Source: an optimization exercise on an open RTL-to-GDS flow (aim: small area, a short achievable clock period and few clock cycles per item). Production flows keep margins and buffers that such runs may drop.
At most, simulation tests tie the RTL to the original design; equivalence was not proved.
Function not checked in run 5: the RTL went through the layout flow alone.

==> flow/design.v <==
module sha256_lane (
    input  wire         clk,
    input  wire         rst,
    input  wire         in_valid,
    output wire         in_ready,
    input  wire [31:0]  in_data,
    input  wire         in_last,
    input  wire [2:0]   in_nbytes,
    output wire         out_valid,
    output wire [255:0] out_digest
);
    localparam [31:0] IV0 = 32'h6a09e667, IV1 = 32'hbb67ae85,
                      IV2 = 32'h3c6ef372, IV3 = 32'ha54ff53a,
                      IV4 = 32'h510e527f, IV5 = 32'h9b05688c,
                      IV6 = 32'h1f83d9ab, IV7 = 32'h5be0cd19;
    function [31:0] rotr(input [31:0] x, input integer n);
        rotr = (x >> n) | (x << (32 - n));
    endfunction
    function [31:0] kconst(input [5:0] t);
        case (t)
            6'd0: kconst = 32'h428a2f98; 6'd1: kconst = 32'h71374491;
            6'd2: kconst = 32'hb5c0fbcf; 6'd3: kconst = 32'he9b5dba5;
            6'd4: kconst = 32'h3956c25b; 6'd5: kconst = 32'h59f111f1;
            6'd6: kconst = 32'h923f82a4; 6'd7: kconst = 32'hab1c5ed5;
            6'd8: kconst = 32'hd807aa98; 6'd9: kconst = 32'h12835b01;
            6'd10: kconst = 32'h243185be; 6'd11: kconst = 32'h550c7dc3;
            6'd12: kconst = 32'h72be5d74; 6'd13: kconst = 32'h80deb1fe;
            6'd14: kconst = 32'h9bdc06a7; 6'd15: kconst = 32'hc19bf174;
            6'd16: kconst = 32'he49b69c1; 6'd17: kconst = 32'hefbe4786;
            6'd18: kconst = 32'h0fc19dc6; 6'd19: kconst = 32'h240ca1cc;
            6'd20: kconst = 32'h2de92c6f; 6'd21: kconst = 32'h4a7484aa;
            6'd22: kconst = 32'h5cb0a9dc; 6'd23: kconst = 32'h76f988da;
            6'd24: kconst = 32'h983e5152; 6'd25: kconst = 32'ha831c66d;
            6'd26: kconst = 32'hb00327c8; 6'd27: kconst = 32'hbf597fc7;
            6'd28: kconst = 32'hc6e00bf3; 6'd29: kconst = 32'hd5a79147;
            6'd30: kconst = 32'h06ca6351; 6'd31: kconst = 32'h14292967;
            6'd32: kconst = 32'h27b70a85; 6'd33: kconst = 32'h2e1b2138;
            6'd34: kconst = 32'h4d2c6dfc; 6'd35: kconst = 32'h53380d13;
            6'd36: kconst = 32'h650a7354; 6'd37: kconst = 32'h766a0abb;
            6'd38: kconst = 32'h81c2c92e; 6'd39: kconst = 32'h92722c85;
            6'd40: kconst = 32'ha2bfe8a1; 6'd41: kconst = 32'ha81a664b;
            6'd42: kconst = 32'hc24b8b70; 6'd43: kconst = 32'hc76c51a3;
            6'd44: kconst = 32'hd192e819; 6'd45: kconst = 32'hd6990624;
            6'd46: kconst = 32'hf40e3585; 6'd47: kconst = 32'h106aa070;
            6'd48: kconst = 32'h19a4c116; 6'd49: kconst = 32'h1e376c08;
            6'd50: kconst = 32'h2748774c; 6'd51: kconst = 32'h34b0bcb5;
            6'd52: kconst = 32'h391c0cb3; 6'd53: kconst = 32'h4ed8aa4a;
            6'd54: kconst = 32'h5b9cca4f; 6'd55: kconst = 32'h682e6ff3;
            6'd56: kconst = 32'h748f82ee; 6'd57: kconst = 32'h78a5636f;
            6'd58: kconst = 32'h84c87814; 6'd59: kconst = 32'h8cc70208;
            6'd60: kconst = 32'h90befffa; 6'd61: kconst = 32'ha4506ceb;
            6'd62: kconst = 32'hbef9a3f7; default: kconst = 32'hc67178f2;
        endcase
    endfunction
    reg         run;       
    reg         idle;      
    reg  [5:0]  j;         
    reg  [3:0]  sc;        
    reg         inmsg;     
    reg         need80;    
    reg         lenok;     
    reg         lastblk;   
    reg         first;     
    reg         dv1, ov;   
    reg  [31:0] nbytes;    
    reg  [31:0] a, b, c, d, e, f, g, hh;
    reg  [31:0] p;                       
    reg  [31:0] wn;                      
    reg  [31:0] w [0:15];                
    reg  [31:0] ra0, ra1, ra2, ra3;      
    reg  [31:0] re0, re1, re2, re3;      
    wire fill     = (j[5:4] == 2'b00);           
    wire slot     = (sc == j[3:0] - 4'd1);       
    wire want     = run ? fill : slot;
    wire rdy      = want & inmsg;
    wire take_in  = rdy & in_valid;
    wire take_pad = run & fill & ~inmsg;
    wire bnd      = run & (j == 6'd0);           
    wire fin      = bnd & lastblk;               
    wire hadd     = run & (j == 6'd62 || j == 6'd63 || j == 6'd0);
    assign in_ready   = rdy;
    assign out_valid  = ov;
    assign out_digest = {ra0, ra1, ra2, ra3, re0, re1, re2, re3};
    wire        nbfull = in_nbytes[2];
    reg  [31:0] lastw;
    always @(*) begin
        case (in_nbytes[1:0])
            2'd0:    lastw = 32'h80000000;
            2'd1:    lastw = {in_data[31:24], 24'h800000};
            2'd2:    lastw = {in_data[31:16], 16'h8000};
            default: lastw = {in_data[31:8], 8'h80};
        endcase
    end
    wire [31:0] inw    = (in_last & ~nbfull) ? lastw : in_data;
    wire [63:0] bitlen = {29'd0, nbytes, 3'd0};
    wire [31:0] padw   = need80                      ? 32'h80000000 :
                         (lenok && j[3:0] == 4'd14)  ? bitlen[63:32] :
                         (lenok && j[3:0] == 4'd15)  ? bitlen[31:0]  : 32'd0;
    wire [31:0] wordin = inmsg ? inw : padw;
    wire [31:0] wnew   = (run & ~fill) ? wn : wordin;
    wire [31:0] gop = bnd  ? (lastblk ? IV7 : re1) :
                      idle ? IV7 : g;
    wire [31:0] s1  = rotr(e, 6) ^ rotr(e, 11) ^ rotr(e, 25);
    wire [31:0] ch  = (e & f) ^ (~e & g);
    wire [31:0] s0  = rotr(a, 2) ^ rotr(a, 13) ^ rotr(a, 22);
    wire [31:0] maj = (a & b) ^ (a & c) ^ (b & c);
    wire [31:0] h0op = bnd ? (first ? IV0 : ra2) : 32'd0;
    wire [31:0] h4op = bnd ? (first ? IV4 : re2) : 32'd0;
    wire [31:0] t_s = s1 ^ ch ^ p;
    wire [31:0] t_c = {(s1[30:0] & ch[30:0]) | (s1[30:0] & p[30:0]) | (ch[30:0] & p[30:0]), 1'b0};
    wire [31:0] u_s = s0 ^ maj ^ h0op;
    wire [31:0] u_c = {(s0[30:0] & maj[30:0]) | (s0[30:0] & h0op[30:0]) | (maj[30:0] & h0op[30:0]), 1'b0};
    wire [31:0] v_s = t_s ^ t_c ^ u_s;
    wire [31:0] v_c = {(t_s[30:0] & t_c[30:0]) | (t_s[30:0] & u_s[30:0]) | (t_c[30:0] & u_s[30:0]), 1'b0};
    wire [31:0] a_rnd = v_s + v_c + u_c;
    wire [31:0] x_s = t_s ^ t_c ^ d;
    wire [31:0] x_c = {(t_s[30:0] & t_c[30:0]) | (t_s[30:0] & d[30:0]) | (t_c[30:0] & d[30:0]), 1'b0};
    wire [31:0] e_rnd = x_s + x_c + h4op;
    wire [31:0] ivA = (j == 6'd62) ? IV3 : (j == 6'd63) ? IV2 : IV1;
    wire [31:0] ivE = (j == 6'd62) ? IV7 : (j == 6'd63) ? IV6 : IV5;
    wire [31:0] addA = ((hadd & first) ? ivA : ra3) + (hadd ? a : 32'd0);
    wire [31:0] addE = ((hadd & first) ? ivE : re3) + (hadd ? e : 32'd0);
    wire [31:0] ws0 = rotr(w[2], 7) ^ rotr(w[2], 18) ^ (w[2] >> 3);
    wire [31:0] ws1 = rotr(w[15], 17) ^ rotr(w[15], 19) ^ (w[15] >> 10);
    integer i;
    always @(posedge clk) begin
        for (i = 0; i < 15; i = i + 1)
            w[i] <= w[i + 1];
        w[15] <= (~run & ~slot) ? w[0] : wnew;
        wn    <= ws1 + w[10] + ws0 + w[1];
        p     <= gop + kconst(j) + wnew;
        if (idle | fin) begin
            {a, b, c, d, e, f, g, hh} <= {IV0, IV1, IV2, IV3, IV4, IV5, IV6, IV7};
        end else if (!run) begin
            {a, b, c, d, e, f, g, hh} <= {hh, a, b, c, d, e, f, g};
        end else if (bnd) begin
            {a, b, c, d, e, f, g, hh} <= {a_rnd, addA, ra0, ra1, e_rnd, addE, re0, re1};
        end else begin
            {a, b, c, d, e, f, g, hh} <= {a_rnd, a, b, c, e_rnd, e, f, g};
        end
        ra0 <= addA;  ra1 <= ra0;  ra2 <= ra1;  ra3 <= bnd ? a_rnd : ra2;
        re0 <= addE;  re1 <= re0;  re2 <= re1;  re3 <= bnd ? e_rnd : re2;
        if (rst) begin
            run     <= 1'b0;
            idle    <= 1'b1;
            j       <= 6'd0;
            sc      <= 4'd0;
            inmsg   <= 1'b1;
            need80  <= 1'b0;
            lenok   <= 1'b0;
            lastblk <= 1'b0;
            first   <= 1'b1;
            dv1     <= 1'b0;
            ov      <= 1'b0;
            nbytes  <= 32'd0;
        end else begin
            sc  <= sc + 4'd1;
            dv1 <= fin;
            ov  <= dv1;
            if (run) begin
                if (rdy & ~in_valid) begin
                    run  <= 1'b0;            
                    idle <= fin;             
                end else begin
                    j <= j + 6'd1;
                end
            end else if (take_in) begin
                run  <= 1'b1;
                idle <= 1'b0;
                j    <= j + 6'd1;
            end
            if (take_in) begin
                nbytes <= nbytes + (in_last ? (nbfull ? 32'd4 : {30'd0, in_nbytes[1:0]}) : 32'd4);
                if (in_last) begin
                    inmsg  <= 1'b0;
                    need80 <= nbfull;
                    lenok  <= ~nbfull && (j[3:0] <= 4'd13);
                end
            end
            if (take_pad) begin
                if (need80) begin
                    need80 <= 1'b0;
                    lenok  <= (j[3:0] <= 4'd13);
                end else if (j[3:0] == 4'd0) begin
                    lenok  <= 1'b1;
                end
                if (j[3:0] == 4'd15 && lenok) begin
                    lastblk <= 1'b1;
                    lenok   <= 1'b0;
                    inmsg   <= 1'b1;
                    nbytes  <= 32'd0;
                end
            end
            if (bnd) begin
                first   <= lastblk;
                lastblk <= 1'b0;
            end
        end
    end
endmodule
==> flow/run.sh <==
#!/bin/bash
# synth_recipe.tcl (not shown) runs the flow's synth.tcl, then flattens the netlist and writes it again
# the make line also repeats each setting of config.mk as NAME=value (left out here)
make -C /OpenROAD-flow-scripts/flow DESIGN_CONFIG=/design/flow/config.mk WORK_HOME=/design/flow/orfs CLKGATE_MAP_FILE= SYNTH_SCRIPT=/design/flow/synth_recipe.tcl finish
==> flow/config.mk <==
export PLATFORM = sky130hd
export DESIGN_NAME = sha256_lane
export DESIGN_NICKNAME = sha256_lane
export VERILOG_FILES = /design/flow/design.v
export SDC_FILE = /design/flow/constraint.sdc
export NUM_CORES = 4
export LEC_CHECK = 0
export CAP_MARGIN = 30
export CORE_MARGIN = 2
export CORE_UTILIZATION = 30
export PLACE_DENSITY = 0.55
export SLEW_MARGIN = 40
==> flow/constraint.sdc <==
create_clock -name core_clock -period 10.0 [get_ports {clk}]
set_input_delay 2.0000 -clock core_clock [delete_from_list [all_inputs] [get_ports {clk}]]
set_output_delay 2.0000 -clock core_clock [all_outputs]
set_load 0.01 [all_outputs]
==> out/metrics.csv, run 1 <==
stage;metric;value;unit
sta;Slew headroom;41.0;%
logic_synthesis;cell taking the most area after synthesis;dfxtp_1;
layout;most frequent cells in the layout;dfxtp_1 (1169), nand2_1 (820), inv_1 (502), a21oi_1 (299), clkdlybuf4s50_1 (296);
drt;routed wire length;197000;um
global_route;Overall Global Routing Usage;21.1;%
drt;Initial DRC Count;3711;
drt;ANT nets after route;0;
setup_path;CP Launch Type;register;
floorplan;Core Box Area;0.179;mm2
global_route;initial antenna violation count;10;
sta;Slew @ Worst Pin;0.875;ns
clocking;TritonCTS clock tree;built;
layout;Area Growth Syn to Fin;18.3;%
layout;final core utilization;35.7;%
placed_design;Setup WS pre-CTS;2.33;ns
clocking;clk sinks;1171;
sta;count of final setup violators;0;
clocking;PostCTS Resize Cnt;0;
setup_path;crit-path cells;inv_1 > ha_1 > nand4_1 > buf_4 > buf_4 > nor2_1 > fa_1 > inv_1 > fa_1 > fa_1 > inv_1 > ha_1 > a21oi_1 > o21ai_0 > a31o_2 > or3_1 > o21ai_0 > o21ai_0 > o41ai_1 > xnor2_1 > mux2_2;
logic_synthesis;post-synthesis register bit count;1171;
sta;Slew Limit Fails;0;
floorplan;row count;155;
clocking;CTS H-tree depth;4;
logic_synthesis;Yosys top cell area share;43.5;%
logic_synthesis;Cell Area, Synth;0.0539;mm2
global_route;largest net degree at the start of global routing;119;
logic_synthesis;synth unique cells;84;
setup_path;worst endpoint required time;10.66;ns
placed_design;gpl congestion;0.967;
sta;max frequency;0.140;GHz
logic_synthesis;Mapped Nets;6281;
placed_design;DP HPWL;152000;um
global_route;global-route wire length before repair;285000;um
drt;residual DRC count;0;
setup_path;worst endpoint data arrival time;7.82;ns
logic_synthesis;Post-Syn Instances;5751;
drt;DR pass1 iterations;6;
sta;Final period util;71.6;%
logic_synthesis;asr flop ratio synth;0;%
drt;WL/cell;23.4;um
floorplan;initial core utilization;30.2;%
clocking;CTS Buffer Depth;3;
setup_path;crit path capture;ra3[30];
setup_path;r2r startpoint;j[0];
global_route;vias in the first global route;40770;
clocking;Post CTS Setup Buffer Count;0;
drt;DR vias/cell;4.91;
logic_synthesis;EDFF count, synth;0;
layout;share of layout cells above drive strength 1;5.72;%
run;Max Cap Viol;0;
clocking;root buffer cell;clkbuf_16;
setup_path;stages on the worst setup path;21;
placed_design;PortBufs;296;
setup_path;CP Class;reg -> reg;
setup_path;Worst R2R End;ra3[30];
setup_path;CP max stage delay;0.70;ns
setup_path;r2r worst-path depth;21;
sta;clock skew;0.0445;ns
clocking;hold buffers post-CTS;0;
floorplan;Die X;428;um
logic_synthesis;syn avg cell area;9.38;um2
min_path;worst min path class;reg -> reg;
setup_path;Top delay family on crit path;adder cells;
setup_path;critical path fanouts, max;72;
setup_path;Crit. End Element;register;
logic_synthesis;synth warn;2;
clocking;CTS Buf Count;132;
floorplan;I/O Pins;297;
sta;RSZ-0062 raised after global routing;no;
logic_synthesis;dominant cells by area after synthesis;dfxtp_1 (43%), fa_1 (10%), nand2_1 (5.7%);
layout;final-stage net count;6467;
floorplan;die area;0.183;mm2
sta;setup TNS;0;ns
sta;minimum clock period after layout;7.16;ns
global_route;total gr overflow;0;
logic_synthesis;post-synthesis sequential area ratio;43.5;%
drt;Vias;41263;
setup_path;worst reg2reg setup slack;2.84;ns
logic_synthesis;main flop type after synthesis;dfxtp_1;
layout;Filler Cell Count;18102;
outcome;run status;timing/DRC/antenna clean;
layout;commonest non-fill, non-tap cell in the layout;dfxtp_1;
clocking;clock slew at reported path FFs;0.06;ns
setup_path;Buffers & Inverters on Critical Path;5;
floorplan;die height;428;um
sta;Fin. Hold Viols;0;
clocking;clock latency (worst-skew pair);0.79;ns
setup_path;Crit. Startpoint;j[0];
sta;post-layout worst setup margin;2.84;ns
setup_path;worst-path cell with the longest stage delay;buf_4;
==> worst min-delay path by stage <==
stage | from | to | cells past startpoint
after global routing | w[13][31] | w[12][31] | 0
after global placement | w[11][18] | w[10][18] | 0
after detailed placement | w[11][15] | w[10][15] | 0
after CTS | w[13][31] | w[12][31] | 0
final | w[13][31] | w[12][31] | 0
after floorplan | w[11][0] | w[10][0] | 0
==> cell families after synthesis <==
kind of cell               synth area share, %
xor gates and xnor gates                  7.49
adders and majority gates                 15.5
muxes                                     1.48
buffers and inverters                     5.74
AOI/OAI and AO/OA                         13.2
DFF                                       43.5
and+or+nand+nor                           13.1
==> per-layer routing <==
| metal | vias up | share of wire (%) | GRT usage, % |
|---|---|---|---|
| li1 | 19328 | - | - |
| met1 | 19982 | 42 | 26.5 |
| met3 | 407 | 5.3 | 3.18 |
| met5 | - | 0 | 0 |
| met2 | 1546 | 46 | 34.1 |
| met4 | 0 | 7.0 | 13.0 |
==> layout make-up <==
class | instances | area, um2 | area share (%)
multi-input combinational | 3768 | 27500 | 43.1
sequential | 1171 | 23400 | 36.7
clock buffer | 169 | 3620 | 5.68
timing repair buffer | 356 | 3450 | 5.40
tap | 2355 | 2950 | 4.62
inverter | 508 | 1910 | 2.99
clock inverter | 64 | 908 | 1.42
antenna | 6 | 15.0 | 0.0235
==> Yosys cell counts, types with 95 or more instances <==
master,instances
xor2_1,176
clkbuf_1,245
xnor2_1,285
nand3_1,151
inv_1,503
fa_1,281
nor2_1,281
o21ai_0,299
a21oi_1,300
nand2_1,822
a21o_1,109
and2_1,95
dfxtp_1,1171
ha_1,210
==> flip-flops by register name (all words and copies together), names as in the netlist, 4 cells and up, named ones only <==
signal	flops
hh	32
b	32
nbytes	32
w	512
f	32
ra3	32
e	32
ra1	32
c	32
wn	32
sc	4
ra2	32
a	32
p	32
re3	32
j	6
re1	32
re0	32
re2	32
ra0	32
g	32
d	32
==> stage by stage <==
stage / cells / hold WS, ns / instance area, um2
after floorplan: 5751 / 0.310 / 53900
after global placement: 8158 / 0.310 / 59200
after detailed placement: 8158 / 0.312 / 59300
after CTS: 8391 / 0.297 / 63800
after global routing: 8391 / 0.305 / 63800
final: 8397 / 0.303 / 63800
Testbench counts, summed over its fixed seeds: cycles 1,484,944, bytes 1,481,700.
==> inputs of run 2 (changes only) <==
--- a/flow/design.v
+++ b/flow/design.v
@@ -63,5 +63,12 @@
     reg         first;     
     reg         dv1, ov;   
-    reg  [31:0] nbytes;    
+    reg  [25:0] nblk;      
+    reg  [5:0]  lenlo;     
+    reg         bnd;       
+    reg         fin;       
+    reg         hadd;      
+    reg         wrnd;      
+    reg         sched;     
+    reg         ivld;      
     reg  [31:0] a, b, c, d, e, f, g, hh;
     reg  [31:0] p;                       
@@ -76,7 +83,4 @@
     wire take_in  = rdy & in_valid;
     wire take_pad = run & fill & ~inmsg;
-    wire bnd      = run & (j == 6'd0);           
-    wire fin      = bnd & lastblk;               
-    wire hadd     = run & (j == 6'd62 || j == 6'd63 || j == 6'd0);
     assign in_ready   = rdy;
     assign out_valid  = ov;
@@ -93,10 +97,34 @@
     end
     wire [31:0] inw    = (in_last & ~nbfull) ? lastw : in_data;
-    wire [63:0] bitlen = {29'd0, nbytes, 3'd0};
+    wire [34:0] bitlen = {nblk, lenlo, 3'd0};
     wire [31:0] padw   = need80                      ? 32'h80000000 :
-                         (lenok && j[3:0] == 4'd14)  ? bitlen[63:32] :
+                         (lenok && j[3:0] == 4'd14)  ? {29'd0, bitlen[34:32]} :
                          (lenok && j[3:0] == 4'd15)  ? bitlen[31:0]  : 32'd0;
     wire [31:0] wordin = inmsg ? inw : padw;
-    wire [31:0] wnew   = (run & ~fill) ? wn : wordin;
+    reg        run_n, idle_n;
+    reg  [5:0] j_n;
+    always @(*) begin
+        run_n  = run;
+        idle_n = idle;
+        j_n    = j;
+        if (run) begin
+            if (rdy & ~in_valid) begin
+                run_n  = 1'b0;           
+                idle_n = fin;            
+            end else begin
+                j_n = j + 6'd1;
+            end
+        end else if (take_in) begin
+            run_n  = 1'b1;
+            idle_n = 1'b0;
+            j_n    = j + 6'd1;
+        end
+        if (rst) begin
+            run_n  = 1'b0;
+            idle_n = 1'b1;
+            j_n    = 6'd0;
+        end
+    end
+    wire j_last = (j_n == 6'd0);
     wire [31:0] gop = bnd  ? (lastblk ? IV7 : re1) :
                       idle ? IV7 : g;
@@ -105,16 +133,18 @@
     wire [31:0] s0  = rotr(a, 2) ^ rotr(a, 13) ^ rotr(a, 22);
     wire [31:0] maj = (a & b) ^ (a & c) ^ (b & c);
-    wire [31:0] h0op = bnd ? (first ? IV0 : ra2) : 32'd0;
-    wire [31:0] h4op = bnd ? (first ? IV4 : re2) : 32'd0;
-    wire [31:0] t_s = s1 ^ ch ^ p;
-    wire [31:0] t_c = {(s1[30:0] & ch[30:0]) | (s1[30:0] & p[30:0]) | (ch[30:0] & p[30:0]), 1'b0};
-    wire [31:0] u_s = s0 ^ maj ^ h0op;
-    wire [31:0] u_c = {(s0[30:0] & maj[30:0]) | (s0[30:0] & h0op[30:0]) | (maj[30:0] & h0op[30:0]), 1'b0};
-    wire [31:0] v_s = t_s ^ t_c ^ u_s;
-    wire [31:0] v_c = {(t_s[30:0] & t_c[30:0]) | (t_s[30:0] & u_s[30:0]) | (t_c[30:0] & u_s[30:0]), 1'b0};
-    wire [31:0] a_rnd = v_s + v_c + u_c;
-    wire [31:0] x_s = t_s ^ t_c ^ d;
-    wire [31:0] x_c = {(t_s[30:0] & t_c[30:0]) | (t_s[30:0] & d[30:0]) | (t_c[30:0] & d[30:0]), 1'b0};
-    wire [31:0] e_rnd = x_s + x_c + h4op;
+    wire [31:0] xa  = bnd ? (first ? IV0 : ra2) : wrnd ? w[15] : 32'd0;
+    wire [31:0] xe  = bnd ? (first ? IV4 : re2) : wrnd ? w[15] : 32'd0;
+    function [63:0] csa(input [31:0] x, input [31:0] y, input [31:0] z);
+        csa = {x ^ y ^ z, ((x & y) | (x & z) | (y & z)) << 1};
+    endfunction
+    wire [63:0] ca1 = csa(p, ch, s1);
+    wire [63:0] ca2 = csa(xa, maj, s0);
+    wire [63:0] ca3 = csa(ca1[63:32], ca1[31:0], ca2[63:32]);
+    wire [63:0] ca4 = csa(ca3[63:32], ca3[31:0], ca2[31:0]);
+    wire [31:0] a_rnd = ca4[63:32] + ca4[31:0];
+    wire [63:0] ce1 = csa(p, xe, d);
+    wire [63:0] ce2 = csa(ce1[63:32], ce1[31:0], ch);
+    wire [63:0] ce3 = csa(ce2[63:32], ce2[31:0], s1);
+    wire [31:0] e_rnd = ce3[63:32] + ce3[31:0];
     wire [31:0] ivA = (j == 6'd62) ? IV3 : (j == 6'd63) ? IV2 : IV1;
     wire [31:0] ivE = (j == 6'd62) ? IV7 : (j == 6'd63) ? IV6 : IV5;
@@ -127,8 +157,8 @@
         for (i = 0; i < 15; i = i + 1)
             w[i] <= w[i + 1];
-        w[15] <= (~run & ~slot) ? w[0] : wnew;
+        w[15] <= (~run & ~slot) ? w[0] : sched ? wn : wordin;
         wn    <= ws1 + w[10] + ws0 + w[1];
-        p     <= gop + kconst(j) + wnew;
-        if (idle | fin) begin
+        p     <= gop + kconst(j) + (fill ? 32'd0 : wn);
+        if (ivld) begin
             {a, b, c, d, e, f, g, hh} <= {IV0, IV1, IV2, IV3, IV4, IV5, IV6, IV7};
         end else if (!run) begin
@@ -141,8 +171,13 @@
         ra0 <= addA;  ra1 <= ra0;  ra2 <= ra1;  ra3 <= bnd ? a_rnd : ra2;
         re0 <= addE;  re1 <= re0;  re2 <= re1;  re3 <= bnd ? e_rnd : re2;
+        run   <= run_n;
+        idle  <= idle_n;
+        j     <= j_n;
+        bnd   <= run_n & j_last;
+        hadd  <= run_n & (j_last | j_n == 6'd62 | j_n == 6'd63);
+        wrnd  <= run_n & (j_n != 6'd0) & (j_n <= 6'd16);
+        sched <= run_n & (j_n[5:4] != 2'b00);
+        ivld  <= idle_n | (run_n & j_last & lastblk & ~rst);
         if (rst) begin
-            run     <= 1'b0;
-            idle    <= 1'b1;
-            j       <= 6'd0;
             sc      <= 4'd0;
             inmsg   <= 1'b1;
@@ -153,24 +188,16 @@
             dv1     <= 1'b0;
             ov      <= 1'b0;
-            nbytes  <= 32'd0;
+            fin     <= 1'b0;
+            nblk    <= 26'd0;
         end else begin
             sc  <= sc + 4'd1;
+            fin <= run_n & j_last & lastblk;
             dv1 <= fin;
             ov  <= dv1;
-            if (run) begin
-                if (rdy & ~in_valid) begin
-                    run  <= 1'b0;            
-                    idle <= fin;             
-                end else begin
-                    j <= j + 6'd1;
-                end
-            end else if (take_in) begin
-                run  <= 1'b1;
-                idle <= 1'b0;
-                j    <= j + 6'd1;
-            end
             if (take_in) begin
-                nbytes <= nbytes + (in_last ? (nbfull ? 32'd4 : {30'd0, in_nbytes[1:0]}) : 32'd4);
+                if (j[3:0] == 4'd15 && !(in_last && !nbfull))
+                    nblk <= nblk + 26'd1;
                 if (in_last) begin
+                    lenlo  <= nbfull ? {j[3:0] + 4'd1, 2'b00} : {j[3:0], in_nbytes[1:0]};
                     inmsg  <= 1'b0;
                     need80 <= nbfull;
@@ -189,5 +216,5 @@
                     lenok   <= 1'b0;
                     inmsg   <= 1'b1;
-                    nbytes  <= 32'd0;
+                    nblk    <= 26'd0;
                 end
             end
==> run 2 against run 1 <==
  * Still clean on timing, DRC and antenna
  * Design area grew 3.9%
  * Maximum frequency increased by 4.3%
  * Synthesized area grew 4.5%
  * Utilization down 0.32 points
  * Critical path type unchanged
  * Highest routed layer is now met5
==> out/metrics.csv, run 2 <==
stage;metric;value;unit;change
logic_synthesis;Post-Syn Instances;5987;;was 5751
global_route;initial antenna violation count;12;;was 10
sta;RSZ-0062 raised after global routing;no;;unchanged
setup_path;worst-path cell with the longest stage delay;dfxtp_4;;was buf_4
logic_synthesis;count leader, synth;dfxtp_1;;unchanged
drt;Vias;44087;;was 41263
setup_path;stages on the worst setup path;21;;unchanged
logic_synthesis;Yosys top cell area share;41.6;%;was 43.5%
drt;Initial DRC Count;3691;;was 3711
clocking;clock slew at reported path FFs;0.07;ns;was 0.06 ns
clocking;PostCTS Resize Cnt;0;;unchanged
logic_synthesis;syn avg cell area;9.42;um2;was 9.38 um2
logic_synthesis;post-synthesis register bit count;1177;;was 1171
logic_synthesis;synth warn;2;;unchanged
setup_path;CP max stage delay;0.78;ns;was 0.70 ns
layout;most frequent cells in the layout;dfxtp_1 (1164), nand2_1 (674), inv_1 (611), a21oi_1 (331), nor2_1 (313);;was dfxtp_1 (1169), nand2_1 (820), inv_1 (502), a21oi_1 (299), clkdlybuf4s50_1 (296)
outcome;run status;timing/DRC/antenna clean;;unchanged
setup_path;r2r startpoint;bnd;;was j[0]
setup_path;worst endpoint required time;10.65;ns;was 10.66 ns
setup_path;r2r worst-path depth;21;;unchanged
clocking;CTS Buffer Depth;3;;unchanged
setup_path;Crit. End Element;register;;unchanged
logic_synthesis;synth unique cells;102;;was 84
clocking;CTS H-tree depth;4;;unchanged
placed_design;Post-Place Cells;8536;;was 8158
floorplan;row count;159;;was 155
placed_design;PortBufs;296;;unchanged
setup_path;worst endpoint data arrival time;7.51;ns;was 7.82 ns
floorplan;Die X;438;um;was 428 um
setup_path;Crit. Startpoint;bnd;;was j[0]
layout;Largest register FFs;512;;unchanged
sta;setup TNS;0;ns;unchanged
logic_synthesis;main flop type after synthesis;dfxtp_1;;unchanged
layout;Largest Register;w;;unchanged
global_route;global-route wire length before repair;321000;um;was 285000 um
drt;WL/cell;25.9;um;was 23.4 um
logic_synthesis;Mapped Nets;6544;;was 6281
drt;DR pass1 iterations;6;;unchanged
layout;commonest non-fill, non-tap cell in the layout;dfxtp_1;;unchanged
placed_design;DP HPWL;176000;um;was 152000 um
drt;ANT nets after route;0;;unchanged
logic_synthesis;EDFF count, synth;6;;was 0
setup_path;critical path fanouts, max;41;;was 72
layout;Final Cell Area;0.0663;mm2;was 0.0638 mm2
floorplan;die area;0.191;mm2;was 0.183 mm2
sta;Final period util;68.6;%;was 71.6%
placed_design;Placed Area;0.0619;mm2;was 0.0593 mm2
sta;max frequency;0.146;GHz;was 0.140 GHz
clocking;clock latency (worst-skew pair);0.81;ns;was 0.79 ns
floorplan;die height;438;um;was 428 um
sta;Slew @ Worst Pin;0.946;ns;was 0.875 ns
layout;final-stage net count;6731;;was 6467
sta;Slew Limit Fails;0;;unchanged
setup_path;Buffers & Inverters on Critical Path;5;;unchanged
layout;share of layout cells above drive strength 1;7.46;%;was 5.72%
clocking;hold buffers post-CTS;0;;unchanged
layout;final core utilization;35.4;%;was 35.7%
sta;minimum clock period after layout;6.86;ns;was 7.16 ns
drt;DR vias/cell;5.02;;was 4.91
min_path;Worst Hold Depth;0;;unchanged
clocking;clk sinks;1177;;was 1171
floorplan;I/O Pins;297;;unchanged
logic_synthesis;Post-synth top cells;dfxtp_1 (1171), nand2_1 (678), inv_1 (612);;was dfxtp_1 (1171), nand2_1 (822), inv_1 (503)
layout;Finished Layout Cells;8774;;was 8397
clocking;TritonCTS clock tree;built;;unchanged
global_route;vias in the first global route;43809;;was 40770
setup_path;CP Launch Type;register;;unchanged
run;Max Cap Viol;0;;unchanged
drt;residual DRC count;0;;unchanged
setup_path;crit-path cells;buf_4 > a21oi_1 > o21bai_1 > fa_1 > inv_1 > fa_1 > inv_1 > fa_1 > inv_1 > ha_1 > inv_1 > fa_1 > nor2b_1 > o31a_1 > o21a_1 > o21bai_1 > a21oi_1 > o31a_1 > o21ai_0 > mux2i_1 > o311ai_0;;was inv_1 > ha_1 > nand4_1 > buf_4 > buf_4 > nor2_1 > fa_1 > inv_1 > fa_1 > fa_1 > inv_1 > ha_1 > a21oi_1 > o21ai_0 > a31o_2 > or3_1 > o21ai_0 > o21ai_0 > o41ai_1 > xnor2_1 > mux2_2
clocking;root buffer cell;clkbuf_16;;unchanged
global_route;largest net degree at the start of global routing;137;;was 119
logic_synthesis;post-synthesis sequential area ratio;41.9;%;was 43.5%
placed_design;gpl congestion;0.970;;was 0.967
logic_synthesis;cell taking the most area after synthesis;dfxtp_1;;unchanged
global_route;Overall Global Routing Usage;23.3;%;was 21.1%
floorplan;Core Box Area;0.187;mm2;was 0.179 mm2
clocking;CTS Buf Count;131;;was 132
min_path;Hold Crit Start;w[9][17];;was w[13][31]
drt;routed wire length;227000;um;was 197000 um
sta;Fin. Hold Viols;0;;unchanged
sta;clock skew;0.0428;ns;was 0.0445 ns
layout;Area Growth Syn to Fin;17.6;%;was 18.3%
setup_path;Top delay family on crit path;compound AO/OA/AOI/OAI gates;;was adder cells
sta;hold slack;0.300;ns;was 0.303 ns
setup_path;CP Class;reg -> reg;;unchanged
min_path;worst min path class;reg -> reg;;unchanged
logic_synthesis;asr flop ratio synth;0;%;unchanged
sta;count of final setup violators;0;;unchanged
clocking;Post CTS Setup Buffer Count;0;;unchanged
sta;Slew headroom;36.4;%;was 41.0%
logic_synthesis;Cell Area, Synth;0.0564;mm2;was 0.0539 mm2
global_route;total gr overflow;0;;unchanged
floorplan;initial core utilization;30.1;%;was 30.2%
logic_synthesis;dominant cells by area after synthesis;dfxtp_1 (42%), fa_1 (11%), xnor2_1 (4.6%);;was dfxtp_1 (43%), fa_1 (10%), nand2_1 (5.7%)
==> run 2: worst register-to-register path: stages (launching register included) <==
cell      delay [ns]
dfxtp_4         0.78
buf_4           0.73
a21oi_1         0.24
o21bai_1        0.24
fa_1            0.50
inv_1           0.05
fa_1            0.50
inv_1           0.06
fa_1            0.50
inv_1           0.04
ha_1            0.21
inv_1           0.09
fa_1            0.22
nor2b_1         0.07
o31a_1          0.28
o21a_1          0.24
o21bai_1        0.55
a21oi_1         0.32
o31a_1          0.40
o21ai_0         0.35
mux2i_1         0.23
o311ai_0        0.14
==> run 2: logic make-up after synthesis <==
kind of cell	after synthesis	synth area share, %
AOI/OAI and AO/OA	1237	14.3
muxes	117	2.25
and+or+nand+nor	1570	12.7
adders and majority gates	520	15.7
xor gates and xnor gates	434	6.80
DFF	1177	41.9
buffers and inverters	932	6.38
==> run 2: routing by layer <==
layer	wire length [um]	global-route usage [%]	share of wire [%]
met4	14400	13.3	6.4
met3	13400	4.07	5.9
met5	75	0	0.033
met2	106000	38.3	46
met1	93600	28.8	41
==> run 2: final timing paths <==
| kind | to | slack (ns) |
|---|---|---|
| worst max-delay path | e[27] | 3.14 |
| worst max register to register | e[27] | 3.14 |
| worst min-delay path | w[8][17] | 0.30 |
| worst min register to register | w[8][17] | 0.30 |
==> run 2: cell type report <==
class	instances	area (um2)
Antenna cell	4	10.0
Clock buffer	175	3650
Clock inverter	59	744
Fill cell	19055	121000
Inverter	616	2310
Multi-Input combinational cell	3878	29300
Sequential cell	1177	23600
Tap cell	2495	3120
Timing Repair Buffer	370	3530
==> run 2: through the flow <==
stage,setup WS (ns)
2_1_floorplan,4.35
3_3_place_gp,1.93
3_5_place_dp,2.12
4_1_cts,3.00
5_1_grt,2.86
6_report,3.14
Testbench counts of run 2, summed over its fixed seeds: cycles 1,484,944, bytes 1,481,700.
==> inputs of run 3 (changes only) <==
--- a/flow/config.mk
+++ b/flow/config.mk
@@ -10,3 +10,4 @@
 export CORE_UTILIZATION = 30
 export PLACE_DENSITY = 0.55
+export SETUP_SLACK_MARGIN = 5
 export SLEW_MARGIN = 40
==> run 3 against run 2 <==
  * Via count up 3.1%
  * Routed wire length up 4.5%
  * Synthesized area unchanged
  * Global-route usage up 0.90 points
==> out/metrics.csv, run 3 <==
stage;metric;value;unit;change
layout;share of layout cells above drive strength 1;14.0;%;was 7.46%
floorplan;die area;0.191;mm2;unchanged
sta;post-layout worst setup margin;4.80;ns;was 3.14 ns
logic_synthesis;Yosys top cell area share;41.6;%;unchanged
drt;ANT nets after route;0;;unchanged
setup_path;CP Launch Type;register;;unchanged
clocking;clock latency (worst-skew pair);0.80;ns;was 0.81 ns
setup_path;critical path fanouts, max;6;;was 41
layout;Filler Cell Count;18726;;was 19055
layout;commonest non-fill, non-tap cell in the layout;dfxtp_1;;unchanged
floorplan;Die X;438;um;unchanged
setup_path;CP max stage delay;0.69;ns;was 0.78 ns
logic_synthesis;syn avg cell area;9.42;um2;unchanged
drt;Vias;45456;;was 44087
global_route;initial antenna violation count;7;;was 12
logic_synthesis;asr flop ratio synth;0;%;unchanged
setup_path;r2r startpoint;e[23];;was bnd
logic_synthesis;post-synthesis sequential area ratio;41.9;%;unchanged
floorplan;row count;159;;unchanged
setup_path;Worst R2R End;a[27];;was e[27]
logic_synthesis;Post-Syn Instances;5987;;unchanged
logic_synthesis;synth warn;2;;unchanged
placed_design;DP HPWL;178000;um;was 176000 um
setup_path;Crit. Startpoint;e[23];;was bnd
clocking;root buffer cell;clkbuf_16;;unchanged
layout;final core utilization;37.3;%;was 35.4%
logic_synthesis;Cell Area, Synth;0.0564;mm2;unchanged
logic_synthesis;count leader, synth;dfxtp_1;;unchanged
placed_design;PortBufs;296;;unchanged
logic_synthesis;cell taking the most area after synthesis;dfxtp_1;;unchanged
min_path;worst min path class;reg -> reg;;unchanged
global_route;global-route wire length before repair;332000;um;was 321000 um
global_route;largest net degree at the start of global routing;104;;was 137
placed_design;Setup WS pre-CTS;3.14;ns;was 2.12 ns
setup_path;worst endpoint required time;10.68;ns;was 10.65 ns
setup_path;CP Class;reg -> reg;;unchanged
run;Max Cap Viol;0;;unchanged
layout;most frequent cells in the layout;dfxtp_1 (1101), nand2_1 (655), inv_1 (590), a21oi_1 (315), fa_1 (307);;was dfxtp_1 (1164), nand2_1 (674), inv_1 (611), a21oi_1 (331), nor2_1 (313)
setup_path;worst-path cell with the longest stage delay;dfxtp_1;;was dfxtp_4
layout;Area Growth Syn to Fin;23.9;%;was 17.6%
setup_path;Crit. End Element;register;;unchanged
clocking;CTS H-tree depth;4;;unchanged
layout;final-stage net count;6872;;was 6731
drt;Initial DRC Count;4164;;was 3691
drt;routed wire length;237000;um;was 227000 um
logic_synthesis;synth unique cells;102;;unchanged
floorplan;initial core utilization;30.1;%;unchanged
sta;Slew @ Worst Pin;0.914;ns;was 0.946 ns
logic_synthesis;Post-synth top cells;dfxtp_1 (1171), nand2_1 (678), inv_1 (612);;unchanged
setup_path;crit-path most repeated cell;fa_1;;
sta;Final period util;52.0;%;was 68.6%
sta;max frequency;0.192;GHz;was 0.146 GHz
placed_design;Placed Area;0.0619;mm2;about the same
floorplan;I/O Pins;297;;unchanged
sta;count of final setup violators;0;;unchanged
layout;Final Cell Area;0.0699;mm2;was 0.0663 mm2
sta;Slew Limit Fails;0;;unchanged
setup_path;Buffers & Inverters on Critical Path;2;;was 5
setup_path;crit-path cells;xnor2_1 > xnor2_1 > fa_1 > inv_1 > fa_1 > inv_1 > fa_1 > ha_4 > and4_1 > and2_1 > o21a_1 > nor2_1 > o211ai_1 > nor2_4 > o21ai_0 > a211o_1 > a31o_2;;was buf_4 > a21oi_1 > o21bai_1 > fa_1 > inv_1 > fa_1 > inv_1 > fa_1 > inv_1 > ha_1 > inv_1 > fa_1 > nor2b_1 > o31a_1 > o21a_1 > o21bai_1 > a21oi_1 > o31a_1 > o21ai_0 > mux2i_1 > o311ai_0
setup_path;crit path capture;a[27];;was e[27]
sta;Slew headroom;39.0;%;was 36.4%
sta;RSZ-0062 raised after global routing;yes;;was no
logic_synthesis;main flop type after synthesis;dfxtp_1;;unchanged
logic_synthesis;post-synthesis register bit count;1177;;unchanged
clocking;clock slew at reported path FFs;0.06;ns;was 0.07 ns
clocking;hold buffers post-CTS;0;;unchanged
clocking;clk sinks;1177;;unchanged
setup_path;r2r worst-path depth;17;;was 21
global_route;vias in the first global route;45017;;was 43809
placed_design;gpl congestion;0.966;;was 0.970
clocking;CTS Buf Count;134;;was 131
floorplan;die height;438;um;unchanged
drt;DR pass1 iterations;5;;was 6
sta;Fin. Hold Viols;0;;unchanged
global_route;total gr overflow;0;;unchanged
setup_path;stages on the worst setup path;17;;was 21
clocking;TritonCTS clock tree;built;;unchanged
sta;clock skew;0.0462;ns;was 0.0428 ns
setup_path;Top delay family on crit path;adder cells;;was compound AO/OA/AOI/OAI gates
drt;WL/cell;26.6;um;was 25.9 um
drt;residual DRC count;0;;unchanged
floorplan;Core Box Area;0.187;mm2;unchanged
drt;DR vias/cell;5.09;;was 5.02
clocking;CTS Buffer Depth;3;;unchanged
sta;setup TNS;0;ns;unchanged
logic_synthesis;EDFF count, synth;6;;unchanged
setup_path;worst endpoint data arrival time;5.88;ns;was 7.51 ns
sta;hold slack;0.306;ns;was 0.300 ns
logic_synthesis;dominant cells by area after synthesis;dfxtp_1 (42%), fa_1 (11%), xnor2_1 (4.6%);;unchanged
global_route;Overall Global Routing Usage;24.2;%;was 23.3%
outcome;run status;timing/DRC/antenna clean;;unchanged
setup_path;worst reg2reg setup slack;4.80;ns;was 3.14 ns
logic_synthesis;Mapped Nets;6544;;unchanged
sta;minimum clock period after layout;5.20;ns;was 6.86 ns
layout;Largest Register;w;;unchanged
layout;Largest register FFs;512;;unchanged
[run 3: worst reg2reg max path: stages (launching register included)]
cell and delay [ns]:
dfxtp_1 0.69, xnor2_1 0.19, xnor2_1 0.39, fa_1 0.52, inv_1 0.08, fa_1 0.42, inv_1 0.09, fa_1 0.46
ha_4 0.28, and4_1 0.25, and2_1 0.19, o21a_1 0.25, nor2_1 0.13, o211ai_1 0.13, nor2_4 0.27, o21ai_0 0.16
a211o_1 0.34, a31o_2 0.25
[run 3: per-layer routing]
metal / vias up / wire length [um] / track usage [%]
met3: 505 / 15900 / 4.55
met5: - / 12 / 0
met4: 2 / 16700 / 14.5
met2: 1798 / 109000 / 39.1
met1: 22641 / 95800 / 30.0
li1: 20510 / - / -
[run 3: cells by family (layout without fill, tap and decap cells)]
logic type	after synthesis	count (layout)	share of synthesized area, %
AND/OR/NAND/NOR	1570	1571	12.7
AO/OA/AOI/OAI	1237	1238	14.3
flip-flops	1177	1177	41.9
buffers and inverters	932	1370	6.38
adder cells (fa/ha/maj)	520	520	15.7
XOR/XNOR	434	434	6.80
multiplexers	117	117	2.25
other	0	3	0
[run 3: worst min path at each step]
stage	slack [ns]	cells after the start	start	endpoint
final	0.31	0	w[3][13]	w[2][13]
after global routing	0.31	0	w[3][3]	w[2][3]
after CTS	0.31	0	w[9][13]	w[8][13]
after detailed placement	0.31	0	w[11][7]	w[10][7]
after global placement	0.31	0	w[8][24]	w[7][24]
after floorplan	0.31	0	w[11][0]	w[10][0]
[run 3: what timing repair did]
action,4_1_cts,5_1_grt
cloned,9,2
gates resized for setup,277,181
setup buffers,79,53
endpoints found under the setup margin,221,101
pin swaps,82,103
[run 3: cell type report]
| class | count | area (um2) | area share, % |
|---|---|---|---|
| multi-input cells | 3880 | 30800 | 44.2 |
| flip-flops and latches | 1177 | 23700 | 34.0 |
| repair buffers | 506 | 5120 | 7.34 |
| clock buffers | 181 | 3790 | 5.43 |
| well taps | 2495 | 3120 | 4.47 |
| inverters | 616 | 2350 | 3.36 |
| clock inverters | 67 | 875 | 1.25 |
| diodes | 3 | 7.51 | 0.0107 |
[run 3: through the flow]
step / instances
after CTS: 8867
after floorplan: 5987
after detailed placement: 8531
after global routing: 8923
after global placement: 8528
final: 8925
==> inputs of run 4 (changes only) <==
==> flow/flow/run.sh (new file) <==
#!/bin/bash
# Standard ORFS layout with two changes to how it is built:
#  - ports are buffered with the smallest buffer (buf_1) rather than the one
#    buffer_ports picks by default;
#  - clock tree synthesis inserts no dummy load cells.
set -euo pipefail
export BUFFER_PORTS_ARGS="-buffer_cell sky130_fd_sc_hd__buf_1"
export CTS_ARGS="-sink_clustering_enable -repair_clock_nets -dont_use_dummy_load"
bash standard.sh > standard.log 2>&1
==> flow/standard.sh (new file) <==
#!/bin/bash
# synth_recipe.tcl (not shown) runs the flow's synth.tcl, then flattens the netlist and writes it again
# the make line also repeats each setting of config.mk as NAME=value (left out here)
make -C /OpenROAD-flow-scripts/flow DESIGN_CONFIG=/design/flow/config.mk WORK_HOME=/design/flow/orfs CLKGATE_MAP_FILE= SYNTH_SCRIPT=/design/flow/synth_recipe.tcl "${@:-finish}"
removed: flow/run.sh
==> run 4 against run 3 <==
  * Utilization decreased by 2.1 points
  * Clock-buffer cell count decreased by 47
  * Synthesized area unchanged
  * Die area unchanged
  * Highest routed layer unchanged
==> out/metrics.csv, run 4 <==
stage;metric;value;unit;change
setup_path;worst reg2reg setup slack;4.81;ns;was 4.80 ns
layout;Area Growth Syn to Fin;16.8;%;was 23.9%
sta;post-layout worst setup margin;4.81;ns;was 4.80 ns
drt;Vias;44735;;was 45456
clocking;clock slew at reported path FFs;0.06;ns;about the same
setup_path;r2r startpoint;w[15][0];;was e[23]
setup_path;crit-path cells;nand2_1 > nand2_2 > o21ai_1 > fa_1 > inv_1 > fa_1 > inv_1 > fa_1 > inv_1 > ha_1 > inv_1 > fa_1 > nor2b_1 > o31a_1 > o21a_4 > o21bai_4 > a21oi_4 > nor3_4 > or3_1 > a311oi_1 > a31o_2;;was xnor2_1 > xnor2_1 > fa_1 > inv_1 > fa_1 > inv_1 > fa_1 > ha_4 > and4_1 > and2_1 > o21a_1 > nor2_1 > o211ai_1 > nor2_4 > o21ai_0 > a211o_1 > a31o_2
layout;most frequent cells in the layout;dfxtp_1 (1097), nand2_1 (665), inv_1 (606), a21oi_1 (313), fa_1 (309);;was dfxtp_1 (1101), nand2_1 (655), inv_1 (590), a21oi_1 (315), fa_1 (307)
sta;Slew Limit Fails;0;;unchanged
floorplan;row count;159;;unchanged
logic_synthesis;count leader, synth;dfxtp_1;;unchanged
sta;Slew headroom;36.8;%;was 39.0%
clocking;CTS H-tree depth;4;;unchanged
logic_synthesis;syn avg cell area;9.42;um2;unchanged
layout;share of layout cells above drive strength 1;11.5;%;was 14.0%
logic_synthesis;Post-Syn Instances;5987;;unchanged
placed_design;gpl congestion;0.975;;was 0.966
run;Max Cap Viol;0;;unchanged
setup_path;Crit. End Element;register;;unchanged
outcome;run status;timing/DRC/antenna clean;;unchanged
logic_synthesis;post-synthesis sequential area ratio;41.9;%;unchanged
sta;RSZ-0062 raised after global routing;yes;;unchanged
drt;WL/cell;26.2;um;was 26.6 um
setup_path;Worst R2R End;e[31];;was a[27]
global_route;largest net degree at the start of global routing;165;;was 104
min_path;worst min path class;reg -> reg;;unchanged
drt;residual DRC count;0;;unchanged
global_route;vias in the first global route;44039;;was 45017
logic_synthesis;post-synthesis register bit count;1177;;unchanged
setup_path;Top delay family on crit path;adder cells;;unchanged
setup_path;CP max stage delay;0.53;ns;was 0.69 ns
layout;final-stage net count;6825;;was 6872
min_path;Hold Crit Start;w[6][16];;was w[3][13]
global_route;total gr overflow;0;;unchanged
setup_path;worst endpoint data arrival time;5.87;ns;was 5.88 ns
logic_synthesis;Yosys top cell area share;41.6;%;unchanged
floorplan;Core Box Area;0.187;mm2;unchanged
drt;DR vias/cell;5.10;;was 5.09
floorplan;I/O Pins;297;;unchanged
drt;routed wire length;229000;um;was 237000 um
placed_design;Setup WS pre-CTS;3.47;ns;was 3.14 ns
sta;clock skew;0.100;ns;was 0.0462 ns
setup_path;worst endpoint required time;10.68;ns;about the same
floorplan;Die X;438;um;unchanged
logic_synthesis;Cell Area, Synth;0.0564;mm2;unchanged
layout;Largest Register;w;;unchanged
clocking;TritonCTS clock tree;built;;unchanged
logic_synthesis;synth warn;2;;unchanged
clocking;root buffer cell;clkbuf_16;;unchanged
setup_path;stages on the worst setup path;21;;was 17
global_route;initial antenna violation count;13;;was 7
sta;minimum clock period after layout;5.19;ns;was 5.20 ns
logic_synthesis;dominant cells by area after synthesis;dfxtp_1 (42%), fa_1 (11%), xnor2_1 (4.6%);;unchanged
logic_synthesis;cell taking the most area after synthesis;dfxtp_1;;unchanged
placed_design;PortBufs;296;;unchanged
logic_synthesis;Post-synth top cells;dfxtp_1 (1171), nand2_1 (678), inv_1 (612);;unchanged
setup_path;Buffers & Inverters on Critical Path;4;;was 2
setup_path;CP Launch Type;register;;unchanged
floorplan;die height;438;um;unchanged
layout;Largest register FFs;512;;unchanged
setup_path;Crit. Startpoint;w[15][0];;was e[23]
logic_synthesis;synth unique cells;102;;unchanged
drt;DR pass1 iterations;6;;was 5
global_route;Overall Global Routing Usage;23.5;%;was 24.2%
floorplan;die area;0.191;mm2;unchanged
sta;Fin. Hold Viols;0;;unchanged
sta;Final period util;51.9;%;was 52.0%
clocking;CTS Buffer Depth;3;;unchanged
sta;max frequency;0.193;GHz;was 0.192 GHz
setup_path;worst-path cell with the longest stage delay;dfxtp_2;;was dfxtp_1
logic_synthesis;asr flop ratio synth;0;%;unchanged
sta;Slew @ Worst Pin;0.947;ns;was 0.914 ns
global_route;global-route wire length before repair;322000;um;was 332000 um
placed_design;DP HPWL;175000;um;was 178000 um
setup_path;crit path capture;e[31];;was a[27]
setup_path;critical path fanouts, max;4;;was 6
layout;commonest non-fill, non-tap cell in the layout;dfxtp_1;;unchanged
clocking;CTS Buf Count;134;;unchanged
setup_path;CP Class;reg -> reg;;unchanged
logic_synthesis;EDFF count, synth;6;;unchanged
logic_synthesis;main flop type after synthesis;dfxtp_1;;unchanged
sta;count of final setup violators;0;;unchanged
setup_path;r2r worst-path depth;21;;was 17
floorplan;initial core utilization;30.1;%;unchanged
logic_synthesis;Mapped Nets;6544;;unchanged
sta;setup TNS;0;ns;unchanged
drt;Initial DRC Count;4179;;was 4164
drt;ANT nets after route;0;;unchanged
clocking;clk sinks;1177;;unchanged
clocking;clock latency (worst-skew pair);0.81;ns;was 0.80 ns
==> run 4: cell count changes in the layout (fill, tap and decap cells not counted), moves of 10 or more <==
cell             before  now
inv_1               590  606
clkdlybuf4s50_1     293    0
clkbuf_8             20    1
bufinv_16            14    0
o21ai_0             208  218
clkinv_2             25    0
inv_2                17    5
buf_4               154  126
clkbuf_1             24    0
nand2_1             655  665
buf_6                26   10
buf_1                 0  295
clkinvlp_4           11    1
==> run 4: how the worst min path moves through the flow <==
| stage | endpoint | slack (ns) | cells after the start |
|---|---|---|---|
| 6_report | w[5][16] | 0.25 | 0 |
| 5_1_grt | w[5][16] | 0.26 | 0 |
| 4_1_cts | w[5][16] | 0.24 | 0 |
| 3_5_place_dp | w[10][12] | 0.31 | 0 |
| 3_3_place_gp | w[11][3] | 0.31 | 0 |
| 2_1_floorplan | w[10][0] | 0.31 | 0 |
==> run 4: final cells by class <==
type                    count  area [um2]
inverters                 616        2330
flip-flops and latches   1177       23800
repair buffers            461        2780
fillers                 19187      121000
well taps                2495        3120
clock buffers             134        3350
multi-input cells        3878       30500
diodes                      6        15.0
==> run 4: worst register-to-register path, delay by kind of cell (launching register included) <==
kind,cells,cell delay (ns)
fa+ha+maj,5,1.84
flops,1,0.53
compound gates,7,1.26
buf+inv,4,0.33
simple gates,5,1.13
==> run 4: per-stage QoR <==
step	utilization (%)	area (um2)	hold WS, ns	instances
4_1_cts	34.7	65000	0.244	8731
3_3_place_gp	32.1	60000	0.310	8536
6_report	35.2	65800	0.248	8767
5_1_grt	35.2	65800	0.255	8763
3_5_place_dp	32.1	60100	0.312	8536
2_1_floorplan	-	56400	0.310	5987
==> run 4: cell families (layout without fill, tap and decap cells) <==
family	Yosys count	in the layout	synth area share, %
simple gates	1570	1570	12.7
compound gates	1237	1237	14.3
flops	1177	1177	41.9
buf+inv	932	1211	6.38
fa+ha+maj	520	520	15.7
xor+xnor	434	434	6.80
mux	117	117	2.25
other cells	0	6	0
==> run 4: metal layers <==
metal / up-vias / GRT usage (%) / share of wire, %
met5: - / 0 / 0.020
met4: 6 / 14.3 / 7.0
li1: 20338 / - / -
met2: 1746 / 37.8 / 46
met3: 514 / 4.46 / 6.7
met1: 22131 / 29.1 / 41
==> run 4: what timing repair did <==
action | in CTS | in global routing
endpoints found under the setup margin | 196 | 111
pin swaps | 48 | 50
hold buffers | 0 | 0
resized for setup | 251 | 138
gates cloned | 5 | 1
setup buffers | 56 | 29
==> inputs of run 5 (changes only) <==
--- a/flow/design.v
+++ b/flow/design.v
@@ -53,8 +53,31 @@
         endcase
     endfunction
+    function [31:0] bkadd(input [31:0] u, input [31:0] v);
+        reg [31:0] gg, pp;
+        integer k, l;
+        begin
+            gg = u & v;
+            pp = u ^ v;
+            for (l = 1; l < 32; l = l * 2)
+                for (k = 2 * l - 1; k < 32; k = k + 2 * l) begin
+                    gg[k] = gg[k] | (pp[k] & gg[k - l]);
+                    pp[k] = pp[k] & pp[k - l];
+                end
+            for (l = 8; l >= 1; l = l / 2)
+                for (k = 3 * l - 1; k < 32; k = k + 2 * l) begin
+                    gg[k] = gg[k] | (pp[k] & gg[k - l]);
+                    pp[k] = pp[k] & pp[k - l];
+                end
+            bkadd = u ^ v ^ {gg[30:0], 1'b0};
+        end
+    endfunction
+    function [63:0] csa(input [31:0] x, input [31:0] y, input [31:0] z);
+        csa = {x ^ y ^ z, ((x & y) | (x & z) | (y & z)) << 1};
+    endfunction
     reg         run;       
     reg         idle;      
     reg  [5:0]  j;         
-    reg  [3:0]  sc;        
+    reg  [1:0]  sc;        
+    reg  [6:0]  stc;       
     reg         inmsg;     
     reg         need80;    
@@ -70,14 +93,13 @@
     reg         wrnd;      
     reg         sched;     
-    reg         ivld;      
     reg  [31:0] a, b, c, d, e, f, g, hh;
     reg  [31:0] p;                       
     reg  [31:0] wn;                      
-    reg  [31:0] w [0:15];                
+    reg  [31:0] w [1:15];                
     reg  [31:0] ra0, ra1, ra2, ra3;      
     reg  [31:0] re0, re1, re2, re3;      
     wire fill     = (j[5:4] == 2'b00);           
-    wire slot     = (sc == j[3:0] - 4'd1);       
-    wire want     = run ? fill : slot;
+    wire slot     = idle ? (sc == 2'd3) : (stc == 7'd119);
+    wire want     = run ? (fill & ~fin) : slot;
     wire rdy      = want & inmsg;
     wire take_in  = rdy & in_valid;
@@ -109,7 +131,9 @@
         j_n    = j;
         if (run) begin
-            if (rdy & ~in_valid) begin
+            if (fin) begin
                 run_n  = 1'b0;           
-                idle_n = fin;            
+                idle_n = 1'b1;
+            end else if (fill & inmsg & ~in_valid) begin
+                run_n  = 1'b0;           
             end else begin
                 j_n = j + 6'd1;
@@ -127,6 +151,7 @@
     end
     wire j_last = (j_n == 6'd0);
-    wire [31:0] gop = bnd  ? (lastblk ? IV7 : re1) :
-                      idle ? IV7 : g;
+    wire [31:0] iva = (sc == 2'd0) ? IV3 : (sc == 2'd1) ? IV2 : (sc == 2'd2) ? IV1 : IV0;
+    wire [31:0] ive = (sc == 2'd0) ? IV7 : (sc == 2'd1) ? IV6 : (sc == 2'd2) ? IV5 : IV4;
+    wire [31:0] gop = bnd ? re1 : g;
     wire [31:0] s1  = rotr(e, 6) ^ rotr(e, 11) ^ rotr(e, 25);
     wire [31:0] ch  = (e & f) ^ (~e & g);
@@ -135,7 +160,4 @@
     wire [31:0] xa  = bnd ? (first ? IV0 : ra2) : wrnd ? w[15] : 32'd0;
     wire [31:0] xe  = bnd ? (first ? IV4 : re2) : wrnd ? w[15] : 32'd0;
-    function [63:0] csa(input [31:0] x, input [31:0] y, input [31:0] z);
-        csa = {x ^ y ^ z, ((x & y) | (x & z) | (y & z)) << 1};
-    endfunction
     wire [63:0] ca1 = csa(p, ch, s1);
     wire [63:0] ca2 = csa(xa, maj, s0);
@@ -149,17 +171,20 @@
     wire [31:0] ivA = (j == 6'd62) ? IV3 : (j == 6'd63) ? IV2 : IV1;
     wire [31:0] ivE = (j == 6'd62) ? IV7 : (j == 6'd63) ? IV6 : IV5;
-    wire [31:0] addA = ((hadd & first) ? ivA : ra3) + (hadd ? a : 32'd0);
-    wire [31:0] addE = ((hadd & first) ? ivE : re3) + (hadd ? e : 32'd0);
+    wire [31:0] addA = bkadd((hadd & first) ? ivA : ra3, hadd ? a : 32'd0);
+    wire [31:0] addE = bkadd((hadd & first) ? ivE : re3, hadd ? e : 32'd0);
     wire [31:0] ws0 = rotr(w[2], 7) ^ rotr(w[2], 18) ^ (w[2] >> 3);
     wire [31:0] ws1 = rotr(w[15], 17) ^ rotr(w[15], 19) ^ (w[15] >> 10);
+    wire [63:0] wn_c1 = csa(ws1, w[10], ws0);
+    wire [63:0] wn_cs = csa(wn_c1[63:32], wn_c1[31:0], w[1]);
+    wire [63:0] p_cs  = csa(gop, kconst(j), fill ? 32'd0 : wn);
     integer i;
     always @(posedge clk) begin
-        for (i = 0; i < 15; i = i + 1)
+        for (i = 1; i < 15; i = i + 1)
             w[i] <= w[i + 1];
-        w[15] <= (~run & ~slot) ? w[0] : sched ? wn : wordin;
-        wn    <= ws1 + w[10] + ws0 + w[1];
-        p     <= gop + kconst(j) + (fill ? 32'd0 : wn);
-        if (ivld) begin
-            {a, b, c, d, e, f, g, hh} <= {IV0, IV1, IV2, IV3, IV4, IV5, IV6, IV7};
+        w[15] <= (take_in | take_pad) ? wordin : sched ? wn : w[1];
+        wn    <= bkadd(wn_cs[63:32], wn_cs[31:0]);
+        p     <= bkadd(p_cs[63:32], p_cs[31:0]);
+        if (idle) begin
+            {a, b, c, d, e, f, g, hh} <= {iva, a, b, c, ive, e, f, g};
         end else if (!run) begin
             {a, b, c, d, e, f, g, hh} <= {hh, a, b, c, d, e, f, g};
@@ -171,4 +196,5 @@
         ra0 <= addA;  ra1 <= ra0;  ra2 <= ra1;  ra3 <= bnd ? a_rnd : ra2;
         re0 <= addE;  re1 <= re0;  re2 <= re1;  re3 <= bnd ? e_rnd : re2;
+        stc   <= (run | stc == 7'd119) ? 7'd0 : stc + 7'd1;
         run   <= run_n;
         idle  <= idle_n;
@@ -178,7 +204,6 @@
         wrnd  <= run_n & (j_n != 6'd0) & (j_n <= 6'd16);
         sched <= run_n & (j_n[5:4] != 2'b00);
-        ivld  <= idle_n | (run_n & j_last & lastblk & ~rst);
         if (rst) begin
-            sc      <= 4'd0;
+            sc      <= 2'd0;
             inmsg   <= 1'b1;
             need80  <= 1'b0;
@@ -191,5 +216,5 @@
             nblk    <= 26'd0;
         end else begin
-            sc  <= sc + 4'd1;
+            sc  <= sc + 2'd1;
             fin <= run_n & j_last & lastblk;
             dv1 <= fin;
--- a/flow/config.mk
+++ b/flow/config.mk
@@ -6,4 +6,5 @@
 export NUM_CORES = 4
 export LEC_CHECK = 0
+export ABC_AREA = 1
 export CAP_MARGIN = 30
 export CORE_MARGIN = 2
==> run 5 against run 4 <==
  * Still clean on timing, DRC and antenna
  * Worst hold slack gained 0.020 ns
  * Non-clock buffer count shrank 60
  * Clock skew up 0.0016 ns
  * Cell count increased by 2.7%
  * Routed wire length increased by 2.4%
  * Critical path type unchanged
  * Critical endpoint is now e[25]
==> out/metrics.csv, run 5 <==
stage;metric;value;unit;change
min_path;Worst Hold Depth;0;;unchanged
floorplan;row count;156;;was 159
layout;Final Cell Area;0.0637;mm2;was 0.0658 mm2
sta;post-layout worst setup margin;5.09;ns;was 4.81 ns
sta;setup TNS;0;ns;unchanged
clocking;clock slew at reported path FFs;0.06;ns;about the same
logic_synthesis;Post-synth top cells;nand2_1 (1352), dfxtp_1 (1143), inv_1 (1056);;was dfxtp_1 (1171), nand2_1 (678), inv_1 (612)
floorplan;Core Box Area;0.181;mm2;was 0.187 mm2
sta;Slew Limit Fails;0;;unchanged
drt;DR vias/cell;4.84;;was 5.10
setup_path;worst endpoint required time;10.67;ns;was 10.68 ns
setup_path;CP Class;reg -> reg;;unchanged
logic_synthesis;simple-gate portion of the synthesized area;15.3;%;was 12.7%
layout;most frequent cells in the layout;nand2_1 (1315), dfxtp_1 (1041), inv_1 (1040), o21ai_0 (476), fa_1 (363);;was dfxtp_1 (1097), nand2_1 (665), inv_1 (606), a21oi_1 (313), fa_1 (309)
setup_path;CP Launch Type;register;;unchanged
sta;minimum clock period after layout;4.91;ns;was 5.19 ns
logic_synthesis;multiplexer share of the synthesized area;0.0916;%;was 2.25%
floorplan;Die X;431;um;was 438 um
floorplan;die height;431;um;was 438 um
logic_synthesis;main flop type after synthesis;dfxtp_1;;unchanged
floorplan;initial core utilization;30.2;%;was 30.1%
drt;Initial DRC Count;3819;;was 4179
logic_synthesis;post-synthesis register bit count;1149;;was 1177
logic_synthesis;post-synthesis adder-cell area fraction;18.3;%;was 15.7%
sta;Final period util;49.1;%;was 51.9%
clocking;clk sinks;1149;;was 1177
setup_path;worst reg2reg setup slack;5.09;ns;was 4.81 ns
layout;Storage cell area;0.0233;mm2;was 0.0238 mm2
placed_design;Setup WS pre-CTS;3.54;ns;was 3.47 ns
layout;Area Growth Syn to Fin;16.6;%;was 16.8%
clocking;clock latency (worst-skew pair);0.83;ns;was 0.81 ns
logic_synthesis;Compound-Gate Fraction of Synth Area;8.93;%;was 14.3%
outcome;run status;timing/DRC/antenna clean;;unchanged
layout;final core utilization;35.2;%;about the same
drt;Vias;43587;;was 44735
logic_synthesis;post-synthesis sequential area ratio;42.2;%;was 41.9%
logic_synthesis;asr flop ratio synth;0;%;unchanged
setup_path;Crit. End Element;register;;unchanged
layout;Largest Register;w;;unchanged
logic_synthesis;EDFF count, synth;6;;unchanged
logic_synthesis;count leader, synth;nand2_1;;was dfxtp_1
drt;WL/cell;26.1;um;was 26.2 um
min_path;worst min path class;reg -> reg;;unchanged
clocking;CTS Buffer Depth;3;;unchanged
setup_path;Crit. Startpoint;wrnd;;was w[15][0]
-- run 5: cell count changes after synthesis, sizes merged, moves of 58 or more --
cell    change
nand2     +689
inv       +457
o21ai     +253
xnor2     -143
a21oi     -139
a21o      -112
and2       -88
clkbuf     -84
a22oi      -82
xor2       +80
mux2       -78
fa         +58
-- run 5: worst min path at each step --
stage,startpoint,endpoint,slack (ns)
after floorplan,w[11][0],w[10][0],0.31
after global placement,w[8][9],w[7][9],0.31
after detailed placement,w[11][0],w[10][0],0.31
after CTS,w[13][31],w[12][31],0.26
after global routing,w[13][31],w[12][31],0.26
final,w[13][31],w[12][31],0.27
-- run 5: metal layers --
metal  vias up  global-route usage (%)  wire (um)
li1      20074                       -          -
met3       434                    3.99      14600
met5         -                       0         23
met4         4                    14.4      15600
met1     21447                    32.0      98500
met2      1628                    39.5     106000
-- run 5: kinds of logic after synthesis --
logic type / Yosys count
simple gates: 2022
buf+inv: 1297
flops: 1149
compound gates: 892
fa+ha+maj: 579
xor+xnor: 371
mux: 5
-- run 5: critical path: stages (launching register included) --
cell and delay [ns]:
dfxtp_4 0.41, buf_12 0.19, buf_12 0.13, nand2_2 0.28, nor2_1 0.26, a21oi_1 0.10, fa_1 0.51, inv_1 0.05
fa_1 0.49, inv_1 0.05, fa_1 0.49, inv_1 0.04, ha_1 0.31, inv_1 0.10, o21ai_1 0.12, a31oi_1 0.30
o21ai_0 0.19, nand2_1 0.09, nand3_1 0.15, or2_2 0.33, a21oi_1 0.12, o21ai_0 0.08
-- run 5: stage by stage --
step / instances / hold WS [ns]
6_report: 9001 / 0.268
5_1_grt: 8996 / 0.264
4_1_cts: 8954 / 0.260
3_5_place_dp: 8796 / 0.312
3_3_place_gp: 8795 / 0.310
2_1_floorplan: 6315 / 0.310
-- run 5: layout make-up --
| cell class | instances | area share, % |
|---|---|---|
| sequential | 1149 | 36.6 |
| inverter | 1073 | 6.41 |
| timing repair inverter | 1 | 0.0138 |
| timing repair buffer | 401 | 3.64 |
| clock buffer | 132 | 5.19 |
| multi-input combinational | 3870 | 43.5 |
| tap | 2370 | 4.66 |
| antenna | 5 | 0.0196 |
-- run 5: repair_timing --
item / 4_1_cts / 5_1_grt
resized for setup: 197 / 234
pin swaps: 12 / 34
setup buffers: 22 / 35
gates cloned: 4 / 5
endpoints found under the setup margin: 171 / 89

static timing again, ports no longer ideal:
In the flow no input, the clock included, has a driving cell. The finished layouts below were timed again as built, in two steps.
Step 1, drivers: a clkbuf_16 drives clk and a buf_2 each remaining input, both assumed.
Step 2 moves the port delays by t, midway between the first and last clock arrival at a register: inputs arrive t later, outputs are due t later. That takes back most of the time a late clock gives input paths.
a / b / c = ideal ports / drivers / drivers and shift; a / b = the first two.
run | t (ns) | setup WS [ns] | clock arrival spread, ns
run 1 | 0.846 | 2.839 / 2.839 / 2.290 | 0.046 / 0.046
run 2 | 0.881 | 3.137 / 3.137 / 2.713 | 0.046 / 0.045
run 3 | 0.868 | 4.797 / 4.797 / 4.180 | 0.050 / 0.050
run 4 | 0.854 | 4.808 / 4.808 / 4.265 | 0.108 / 0.108
run 5 | 0.865 | 5.094 / 5.094 / 4.394 | 0.110 / 0.110
After both steps every run listed still meets setup and hold. The setup slack of run 5, which loses most, moves by 0.000 ns with the drivers and by -0.700 ns with both steps.
